From an optimization exercise on the open Yosys and OpenROAD flow, aimed at small area, a short achievable clock period and few clock cycles per item; shortcuts taken in it are not production practice. In this exercise RTL edits were held to simulation tests only and were not proved equivalent to the original.

==> wip/lagoon <==
## grn_convert
module grn_convert (
    input  wire         clk,
    input  wire         rst_n,
    input  wire         in_valid,
    output wire         in_ready,
    input  wire [59:0]  in_e0,        
    input  wire [59:0]  in_e1,        
    input  wire [11:0]  in_f,         
    input  wire [143:0] in_m,         
    input  wire [47:0]  in_tf,        
    input  wire [47:0]  in_d,         
    input  wire         in_thermen,
    input  wire         in_derateen,
    output wire         out_valid,
    output wire [71:0]  out_l,        
    output wire [2:0]   out_clip      
);
Settings: LEC_CHECK=0, ABC_CLOCK_PERIOD_IN_PS=7000, CAP_MARGIN=20, CORE_MARGIN=2, CORE_UTILIZATION=45, CTS_CLUSTER_DIAMETER=60, CTS_CLUSTER_SIZE=24, SLEW_MARGIN=20, SYNTH_HIERARCHICAL=1, SYNTH_MINIMUM_KEEP_SIZE=0; clock period 33.0 ns.
standard.sh (not shown) runs the stock make flow with config.mk's settings and CLKGATE_MAP_FILE= SYNTH_SCRIPT=/design/flow/synth_recipe.tcl, a recipe that flattens the netlist after the stock synthesis.
==> flow/flow/run.sh <==
#!/bin/bash
# Layout of grn_convert: the standard flow (standard.sh) with two changes.
# 1. One netlist edit between synthesis and floorplan. Synthesis maps each
#    Booth selector alone (SYNTH_HIERARCHICAL 1), and ABC's upsize step then
#    sizes its OR-AND-INVERT (or AND-OR-INVERT) gate to o22ai_2 (a22oi_2)
#    because it sits on that tiny module's only path. Each one drives a
#    single adder input, so it goes back to o22ai_1 (a22oi_1): same function
#    and pins. Registers are untouched.
#    The registers that drive the output ports (l_4, c_4, v[4], ready_r)
#    keep their cell type but get the stronger dfxtp_4, since the paths to
#    the outputs are the slowest.
# 2. Every port still gets its own buffer, but a plain buf_2 instead of the
#    delay cell buffer_ports picks by default.
# Logs: synth.log, resize.log, layout.log in this folder (ORFS's own logs
# are under orfs/logs).
set -euo pipefail
bash standard.sh synth > synth.log 2>&1
R=orfs/results/${FLOW_PLATFORM}/grn_convert/base
n=$(grep -c 'sky130_fd_sc_hd__o22ai_2 ' "$R/1_2_yosys.v" || true)
m=$(grep -c 'sky130_fd_sc_hd__a22oi_2 ' "$R/1_2_yosys.v" || true)
sed -i -e 's/sky130_fd_sc_hd__o22ai_2 /sky130_fd_sc_hd__o22ai_1 /' \
       -e 's/sky130_fd_sc_hd__a22oi_2 /sky130_fd_sc_hd__a22oi_1 /' "$R/1_2_yosys.v"
sed -i -E 's/sky130_fd_sc_hd__dfxtp_1 (\\l_4\[|\\c_4\[|\\v\[4\]|\\ready_r\$)/sky130_fd_sc_hd__dfxtp_4 \1/' "$R/1_2_yosys.v"
k=$(grep -c 'sky130_fd_sc_hd__dfxtp_4 ' "$R/1_2_yosys.v" || true)
echo "o22ai_2 resized to o22ai_1: $n, a22oi_2 resized to a22oi_1: $m, output registers resized to dfxtp_4: $k" > resize.log
export BUFFER_PORTS_ARGS="-buffer_cell sky130_fd_sc_hd__buf_2"
bash standard.sh > layout.log 2>&1
==> wip/xenon (differences from wip/lagoon) <==
Settings changed: CORE_UTILIZATION 45 to 55, PLACE_DENSITY set to 0.65.
==> wip/ember (differences from wip/lagoon) <==
Settings changed: CTS_CLUSTER_DIAMETER 60 to unset, CTS_CLUSTER_SIZE 24 to unset.
==> notes.md <==
- Against wip/lagoon, the clock skew of wip/xenon is higher by 0.0051 ns.
- Via count: wip/lagoon < wip/ember < wip/xenon.
- Between wip/xenon and wip/lagoon, the lower clock-buffer cell count is in wip/xenon (gap 22).
- In area after synthesis, wip/xenon and wip/lagoon do not differ.
- Final cell count, highest first: wip/ember, wip/lagoon, wip/xenon.
- The highest sequential share of layout area belongs to wip/xenon, the lowest to wip/ember.
- In wip/lagoon the first-iteration DRC count is lower than in wip/ember, by about 4%.
- Between wip/xenon and wip/lagoon, the lower wire length is in wip/xenon (gap about 2.3%, measured against wip/lagoon).
- In flip-flop and latch count, wip/ember and wip/xenon do not differ.
- In synthesized cell count, wip/ember and wip/lagoon do not differ.
- Die area: wip/lagoon is larger than wip/xenon (22%).
==> figures <==
	wip/xenon	wip/lagoon	wip/ember
Status	finished clean	finished clean	finished clean
Initial core utilization	0.552	0.452	0.452
Slowest stage delay, CP	0.35 ns	0.34 ns	0.35 ns
Endpoint of the worst hold-timing path	d_1[42]$_DFF_P_	d_1[17]$_DFF_P_	d_1[9]$_DFF_P_
Portion of the layout cell area used by non-clock buffers	0.0316	0.0318	0.0318
Worst-margin pin slew	1.26 ns	1.26 ns	1.23 ns
Sequential cell area share	0.141	0.140	0.140
Post-placement worst setup slack	25.29 ns	25.41 ns	25.41 ns
Post-layout utilization of the core	0.598	0.494	0.494
Placed instance area	178000 um^2	179000 um^2	179000 um^2
Number of detailed-routing iterations run before antenna repair	9	12	9
Non-Filler Instances	21.0k	21.9k	22.0k
FILL cells	26.5k	34.3k	34.3k
Terminus of the critical flop-to-flop path	ys_2[20]$_DFF_P_	ys_2[21]$_DFF_P_	ys_2[21]$_DFF_P_
Finished Cell Area	182000 um^2	184000 um^2	184000 um^2
Startpoint of the most critical register-to-register path	me_1[12]$_DFF_P_	x_1[62]$_DFF_P_	x_1[62]$_DFF_P_
Routed WL	606000 um	621000 um	623000 um
Clock network latency to the later pin of the worst-skew pair	0.93 ns	0.90 ns	0.92 ns
Last element of the critical path	out_l[28]	out_l[24]	out_l[16]
Setup slack after layout	24.99 ns	25.04 ns	25.02 ns
Wirelength per Cell	28.8 um	28.3 um	28.4 um
Testbench counts of wip/lagoon, summed over its fixed seeds: cycles 3,240, items 9,600.
Testbench counts of wip/xenon, summed over its fixed seeds: cycles 3,240, items 9,600.
Testbench counts of wip/ember, summed over its fixed seeds: cycles 3,240, items 9,600.

---

==> 08-05: inputs <==
grn_convert again, from the RTL that the note above started with.
make LEC_CHECK=0 ABC_CLOCK_PERIOD_IN_PS=7000 CAP_MARGIN=20 CORE_MARGIN=2 CORE_UTILIZATION=45 SLEW_MARGIN=20 SYNTH_HIERARCHICAL=1 SYNTH_MINIMUM_KEEP_SIZE=0 finish   # period 33.0 ns
run.sh (not shown) runs the stock make flow with config.mk's settings and CLKGATE_MAP_FILE= SYNTH_SCRIPT=/design/flow/synth_recipe.tcl, a recipe that flattens the netlist after the stock synthesis.
Stock flow here: none of the scripts above is used.
==> inputs of 08-02, as changes to 08-05 <==
==> flow/flow/run.sh (new file) <==
#!/bin/bash
# Layout of grn_convert: the standard flow (standard.sh) with two changes.
# 1. One netlist edit between synthesis and floorplan. Synthesis maps each
#    Booth selector alone (SYNTH_HIERARCHICAL 1), and ABC's upsize step then
#    sizes its OR-AND-INVERT (or AND-OR-INVERT) gate to o22ai_2 (a22oi_2)
#    because it sits on that tiny module's only path. Each one drives a
#    single adder input, so it goes back to o22ai_1 (a22oi_1): same function
#    and pins. Registers are untouched.
#    The registers that drive the output ports (l_4, c_4, v[4], ready_r)
#    keep their cell type but get the stronger dfxtp_4, since the paths to
#    the outputs are the slowest.
# 2. Every port still gets its own buffer, but a plain buf_2 instead of the
#    delay cell buffer_ports picks by default.
# Logs: synth.log, resize.log, layout.log in this folder (ORFS's own logs
# are under orfs/logs).
set -euo pipefail
bash standard.sh synth > synth.log 2>&1
R=orfs/results/${FLOW_PLATFORM}/grn_convert/base
n=$(grep -c 'sky130_fd_sc_hd__o22ai_2 ' "$R/1_2_yosys.v" || true)
m=$(grep -c 'sky130_fd_sc_hd__a22oi_2 ' "$R/1_2_yosys.v" || true)
sed -i -e 's/sky130_fd_sc_hd__o22ai_2 /sky130_fd_sc_hd__o22ai_1 /' \
       -e 's/sky130_fd_sc_hd__a22oi_2 /sky130_fd_sc_hd__a22oi_1 /' "$R/1_2_yosys.v"
sed -i -E 's/sky130_fd_sc_hd__dfxtp_1 (\\l_4\[|\\c_4\[|\\v\[4\]|\\ready_r\$)/sky130_fd_sc_hd__dfxtp_4 \1/' "$R/1_2_yosys.v"
k=$(grep -c 'sky130_fd_sc_hd__dfxtp_4 ' "$R/1_2_yosys.v" || true)
echo "o22ai_2 resized to o22ai_1: $n, a22oi_2 resized to a22oi_1: $m, output registers resized to dfxtp_4: $k" > resize.log
export BUFFER_PORTS_ARGS="-buffer_cell sky130_fd_sc_hd__buf_2"
bash standard.sh > layout.log 2>&1
==> flow/standard.sh (new file) <==
#!/bin/bash
# synth_recipe.tcl (not shown) runs the flow's synth.tcl, then flattens the netlist and writes it again
# the make line also repeats each setting of config.mk as NAME=value (left out here)
make -C /OpenROAD-flow-scripts/flow DESIGN_CONFIG=/design/flow/config.mk WORK_HOME=/design/flow/orfs CLKGATE_MAP_FILE= SYNTH_SCRIPT=/design/flow/synth_recipe.tcl "${@:-finish}"
--- a/flow/config.mk
+++ b/flow/config.mk
@@ -10,3 +10,4 @@
 export CORE_MARGIN = 2
-export CORE_UTILIZATION = 45
+export CORE_UTILIZATION = 55
+export PLACE_DENSITY = 0.65
 export SLEW_MARGIN = 20
removed: flow/run.sh
==> summary of the runs <==
Against 08-05, the sequential share of layout area of 08-02 is higher by 1.6 points.
Of 08-02 and 08-05, 08-05 has the higher final area (gap 11%, measured against 08-05).
Via count is about the same in 08-02 and 08-05.
Against 08-02, the count of clock-buffer cells in the layout of 08-05 is higher by 9.
Testbench counts of 08-05, summed over its fixed seeds: cycles 3,240, items 9,600.
Testbench counts of 08-02, summed over its fixed seeds: cycles 3,240, items 9,600.

-- what the ideal ports hide --
Ports are ideal in the flow. The routed layouts listed here were re-timed in OpenROAD.
Step 1 assumes that a clkbuf_16 drives the clock port and a buf_2 every other input.
Step 2 times the ports against the registers' clock, not the clock port: input delays grow and output delays shrink by t, the midpoint of the rising clock arrivals with the driver on.
a / b / c = ideal / step 1 / step 2; a / b = the first two.
run	t (ns)	setup WS [ns]	worst hold slack (ns)	latest minus earliest clock arrival (ns)
wip/lagoon	0.999	25.043 / 24.923 / 25.183	0.313 / 0.313 / 0.313	0.060 / 0.060
wip/xenon	1.020	24.991 / 24.874 / 25.257	0.322 / 0.322 / 0.322	0.061 / 0.061
wip/ember	0.994	25.020 / 24.915 / 25.189	0.286 / 0.286 / 0.286	0.063 / 0.063
08-05	1.034	24.588 / 24.461 / 25.023	0.317 / 0.317 / 0.317	0.061 / 0.060
08-02	0.980	25.050 / 24.939 / 25.266	0.310 / 0.310 / 0.310	0.068 / 0.069
After both steps setup and hold are still met in every run listed.
